Background: an optimization exercise with open tools, aiming at small area, a short achievable clock period and few clock cycles per item. Do not read the settings as production practice.
In this exercise RTL edits were held to simulation tests only and were not proved equivalent to the original.

==> flow/design.v (outline; a module is shown in full before it is edited, if it fits) <==
// module cz_rca: 20 lines
// module cz_add: 34 lines
// module cz_por: 24 lines
// module cz_rnd24: 35 lines
// module cz_mul: 751 lines
// module cz_xstep: 45 lines
// module cz_mstep: 20 lines
// module cz_astep: 41 lines
// module cz_ostep: 46 lines
// module cz_quant: 167 lines
module cz_quant (
    input             clk,
    input             rst,           
    input             in_valid,
    output            in_ready,
    input      [31:0] in_d,          
    input             in_ident,      
    input       [2:0] in_table,      
    input       [4:0] in_width,      
    input       [2:0] in_dither,     
    input      [15:0] in_fn,         
    input       [2:0] in_word,       
    input      [19:0] in_entry,      
    input             in_zero,       
    output     [14:0] tbl_addr,      
    input      [15:0] tbl_data0,     
    input      [15:0] tbl_data1,     
    output reg        out_valid,
    input             out_ready,
    output reg [15:0] out_word,
    output reg [31:0] out_y          
);
  // ...
==> flow/flow/run.sh <==
#!/bin/bash
# The standard layout (standard.sh), with one change: ABC maps the
# synthesised logic with area-oriented mapping (map -a, then gate sizing; flow/abc_area.script)
# instead of ORFS's default abc_area.script. Registers, their names and cell
# types are the standard synthesis's, since ABC sees only combinational logic.
set -euo pipefail
rm -rf scripts_area
cp -r "$FLOW_HOME/scripts" scripts_area
cp flow/abc_area.script scripts_area/abc_area.script
bash standard.sh finish SCRIPTS_DIR="$PWD/scripts_area" > layout.log 2>&1
==> flow/flow/abc_area.script <==
strash
dch
map -a
topo
stime -c
upsize -c
dnsize -c
==> flow/standard.sh <==
#!/bin/bash
# synth_recipe.tcl (not shown) runs the flow's synth.tcl, then flattens the netlist and writes it again
# the make line also repeats each setting of config.mk as NAME=value (left out here)
make -C /OpenROAD-flow-scripts/flow DESIGN_CONFIG=/design/flow/config.mk WORK_HOME=/design/flow/orfs CLKGATE_MAP_FILE= SYNTH_SCRIPT=/design/flow/synth_recipe.tcl "${@:-finish}"
==> flow/config.mk <==
export PLATFORM = sky130hd
export DESIGN_NAME = cz_quant
export DESIGN_NICKNAME = cz_quant
export VERILOG_FILES = /design/flow/design.v
export SDC_FILE = /design/flow/constraint.sdc
export NUM_CORES = 4
export LEC_CHECK = 0
export ABC_AREA = 1
export CAP_MARGIN = 20
export CORE_MARGIN = 2
export CORE_UTILIZATION = 60
export SLEW_MARGIN = 20
==> flow/constraint.sdc <==
create_clock -name core_clock -period 140.0 [get_ports {clk}]
set_input_delay 28.0000 -clock core_clock [delete_from_list [all_inputs] [get_ports {clk}]]
set_output_delay 28.0000 -clock core_clock [all_outputs]
set_load 0.01 [all_outputs]
==> impl_metrics.env, run 1 <==
export IMPL_min_path_type="register to register"
export IMPL_synth_cell_types=75
export IMPL_mostFrequentLayoutCell="nand2_1"
export IMPL_grt_pass1_vias=36555
export IMPL_synth_seq_cells=352
export IMPL_nNonClkInverters=925
export IMPL_grt_met2_usage_pct=56.47
export IMPL_pre_cts_ws_ns=110.14
export IMPL_netlist_top_cells_count="1239 x nand2_1, 806 x clkinv_1, 665 x nor2_1"
export IMPL_synthMuxAreaShare_pct=1.176
export IMPL_cpPeakStageDelay_ns=0.59
export IMPL_vias_per_cell=5.905
export IMPL_met2WireLength_mm=57.21
export IMPL_ioPinCount=185
export IMPL_setup_viol=0
export IMPL_synth_nets=6183
export IMPL_seq_cell_share_pct=21.74
export IMPL_yosysWarnings=3
export IMPL_min_delay_worst_endpoint="s5_wc[1]$_DFFE_PP_"
export IMPL_wl_met3_mm=16.28
export IMPL_synth_most_common_cell="nand2_1"
export IMPL_top_layer="met4"
export IMPL_route_detailed_drc=0
export IMPL_wl_per_cell_um=20.24
export IMPL_status="complete, no violations"
export IMPL_async_reset_ff_share_pct=0
Testbench counts, summed over its fixed seeds: cycles 16,040, items 16,000.
==> inputs of run 2 (changes only) <==
--- a/flow/flow/run.sh
+++ b/flow/flow/run.sh
@@ -1,6 +1,6 @@
 #!/bin/bash
 # The standard layout (standard.sh), with one change: ABC maps the
-# synthesised logic with area-oriented mapping (map -a, then gate sizing; flow/abc_area.script)
+# synthesised logic with area-oriented mapping (map -a, flow/abc_area.script)
 # instead of ORFS's default abc_area.script. Registers, their names and cell
 # types are the standard synthesis's, since ABC sees only combinational logic.
 set -euo pipefail
==> flow/flow/abc_area.script (replaced) <==
strash
dch
map -a
topo
stime -c
buffer -c
upsize -c
dnsize -c
==> run 2 against run 1 <==
Net effect:
- still clean on timing, DRC and antenna
- flip-flop and latch count stayed put
- synthesized cell count is 4.6% higher
- cell count up 0.30%
==> impl_metrics.env, run 2 <==
export IMPL_first_iter_violations=4202
export IMPL_regToRegSetupSlack_ns=111.73
export IMPL_cts_root_buf="clkbuf_16"
export IMPL_n_antenna_cell=0
export IMPL_layout_drive_gt1_share_pct=5.528
export IMPL_timing_rr_start="s3_t0[2]$_DFFE_PP_"
export IMPL_postLayoutCellArea_mm2=0.04625
export IMPL_cts_buffers=36
export IMPL_wl_mm=135.7
export IMPL_path_class="register to output pin"
export IMPL_post_dp_cell_area_mm2=0.04491
export IMPL_avgSynthCellArea_um2=7.551
export IMPL_synth_top_cells_by_area="edfxtp_1 21%, fa_1 19%, nand2_1 11%"
export IMPL_hold_violations=0
export IMPL_synth_seq_cells=352
export IMPL_cts_setup_buffers=0
export IMPL_fin_tns_setup_ns=0
export IMPL_start_util_pct=60.34
export IMPL_ys_seq_area_share_pct=23.33
export IMPL_min_delay_worst_endpoint="s3_k[1]$_DFFE_PP_"
export IMPL_syn_area_mm2=0.04291
export IMPL_fillers=6457
export IMPL_yosysWarnings=3
export IMPL_synth_top_cell_area_share_pct=20.71
export IMPL_largest_reg_flops=54
export IMPL_rsz0062_at_grt="false"
export IMPL_slowest_stage="clkdlybuf4s50_1"
export IMPL_grt_overflow_total=0
export IMPL_die_y_um=271.4
export IMPL_synth_nets=6433
export IMPL_fmax_mhz=33.74
export IMPL_fin_crit_sh_pct=21.17
export IMPL_grt_max_degree=186
export IMPL_cts_hold_buffers_added=0
export IMPL_rr_endpoint="s5_q[30]$_DFFE_PP_"
export IMPL_synth_flop_cell="edfxtp_1"
export IMPL_die_w_um=271.4
export IMPL_synth_edf_count=296
export IMPL_wl_per_cell_um=20.42
export IMPL_cts_buffer_depth=3
export IMPL_tightest_slew_ns=1.121
export IMPL_area_delta_synth_final_pct=7.774
export IMPL_worstPathCellList="clkdlybuf4s50_1"
export IMPL_async_reset_ff_share_pct=0
export IMPL_setup_viol=0
export IMPL_skew_ns=0.07018
export IMPL_synth_largest_area_cell="edfxtp_1"
export IMPL_syn_inst=5683
export IMPL_regMostFlops="s1_item"
export IMPL_num_vias=38822
export IMPL_track_usage_pct=36.85
export IMPL_final_cell_mix="1238 x nand2_1, 830 x inv_1, 662 x nor2_1, 447 x o21ai_0, 416 x fa_1"
export IMPL_max_cap_viol_count=0
export IMPL_antenna_found_initial=3
export IMPL_antenna_left=0
export IMPL_synth_cell_types=87
export IMPL_min_path_type="register to register"
export IMPL_required_ns=112.00
export IMPL_start_kind="register"
export IMPL_grt_pass1_vias=36772
export IMPL_rows=98
export IMPL_cp_arrival_ns=1.64
export IMPL_mostFrequentLayoutCell="nand2_1"
export IMPL_cp_end_kind="output pin"
export IMPL_cts_htree_levels=2
export IMPL_hold_depth=0
export IMPL_path_delay_family="buffers and inverters"
export IMPL_cts_tree="built"
export IMPL_numPortBuffers=154
export IMPL_slew_headroom_pct=24.98
export IMPL_path_clk_slew_ns=0.06
export IMPL_status="complete, no violations"
export IMPL_hp_start="s2_k[1]$_DFFE_PP_"
export IMPL_clkLatencyLatePin_ns=0.61
export IMPL_coreArea_mm2=0.07112
export IMPL_netlist_top_cells_count="1239 x nand2_1, 831 x inv_1, 664 x nor2_1"
export IMPL_vias_per_cell=5.840
export IMPL_ioPinCount=185
export IMPL_route_detailed_drc=0
export IMPL_grt_pass1_wl_mm=209.8
export IMPL_top_regs="s1_item: 54 flops, s5_q: 45 flops"
export IMPL_cp_max_fo=1
export IMPL_design_die_area_mm2=0.07367
export IMPL_dp_hpwl_mm=107.6
export IMPL_firstDrtPassIters=6
export IMPL_fin_crit_ns=29.64
export IMPL_layout_nets=6421
export IMPL_cp_num_buf_inv=1
export IMPL_slew_violations=0
export IMPL_ctsResizeCount=0
export IMPL_synth_most_common_cell="nand2_1"
export IMPL_cpPeakStageDelay_ns=0.59
export IMPL_ff2ff_path_depth=158
export IMPL_gp_congestion=1.009
export IMPL_clock_sinks=352
[run 2: cell types whose count changed after synthesis, sizes merged]
| cell | previous run | this run |
|---|---|---|
| dlygate4sd3 | 0 | 1 |
| clkinv | 807 | 20 |
| dlygate4sd1 | 0 | 1 |
| buf | 8 | 68 |
| clkbuf | 0 | 188 |
| inv | 118 | 905 |
[run 2: kinds of logic (layout without fill, tap and decap cells)]
group / after synthesis / count (layout) / share of synthesized area, %
compound gates: 1069 / 1069 / 14.26
simple gates: 2303 / 2303 / 22.60
mux: 49 / 49 / 1.143
xor+xnor: 97 / 97 / 2.085
buf+inv: 1183 / 1198 / 10.95
flops: 352 / 352 / 23.33
fa+ha+maj: 630 / 630 / 25.65
[run 2: area by class of cell]
class | count | area [µm²] | share of cell area [%]
clock buffers | 43 | 937.1 | 2.026
clock inverters | 22 | 397.9 | 0.8604
inverters | 925 | 3507 | 7.584
multi-input cells | 4148 | 28240 | 61.07
flip-flops and latches | 352 | 10010 | 21.66
well taps | 950 | 1189 | 2.570
repair buffers | 208 | 1959 | 4.237
[run 2: worst max-delay path by stage]
stage	endpoint	cells after the start	start	slack, ns
2_1_floorplan	out_word[0]$_DFFE_PN_	2	out_ready	110.51
3_3_place_gp	sk_valid$_SDFF_PP0_	7	out_ready	110.20
3_5_place_dp	adv$_SDFF_PP1_	8	out_ready	110.15
4_1_cts	out_y[26]	1	out_y[26]$_DFFE_PN_	110.34
5_1_grt	s5_q[30]$_DFFE_PP_	158	s3_t0[3]$_DFFE_PP_	109.50
6_report	out_y[26]	1	out_y[26]$_DFFE_PN_	110.36
[run 2: per-layer routing]
layer | track usage, % | up-vias | routed length, µm
li1 | - | 18317 | -
met3 | 8.748 | 315 | 14790
met2 | 56.32 | 1910 | 59140
met1 | 51.71 | 18276 | 56740
met5 | 0 | - | 27
met4 | 12.30 | 4 | 5022
[run 2: stage by stage]
stage	hold slack [ns]	worst slack (ns)	cells	utilization (%)
2_1_floorplan	0.3972	110.51	5683	-
3_3_place_gp	0.4015	110.20	6583	63.15
3_5_place_dp	0.4045	110.15	6583	63.15
4_1_cts	0.4090	110.34	6648	65.03
5_1_grt	0.4111	109.50	6648	65.03
6_report	0.4112	110.36	6648	65.03

[port drivers added, routing unchanged]
How much do the figures lean on ideal ports? The routed layouts below were timed once more, with nothing changed but the port constraints. Step 1 sets driving cells, clkbuf_16 on the clock port and buf_2 on the other inputs (assumed; they add their load-dependent delay and slew). Step 2 adds t to the input delays and takes it off the output delays; t is the mean of the earliest and latest rising clock arrival at the registers after step 1. Input paths then give back, and output paths get back, about the clock's delay inside the block. a / b / c = no drivers / after step 1 / after step 2; a / b = the first two.
run	t (ns)	setup WS [ns]	hold WS [ns]	worst setup path after step 2	pins driven straight from the clock port
run 1	0.627	110.356 / 110.297 / 110.480	0.414 / 0.414 / 0.414	input to register	1
run 2	0.634	110.362 / 110.299 / 110.087	0.411 / 0.411 / 0.411	input to register	1
After both steps every run listed still meets setup and hold. The setup slack of run 2, which loses most, moves by -0.063 ns with the drivers and by -0.275 ns with both steps.
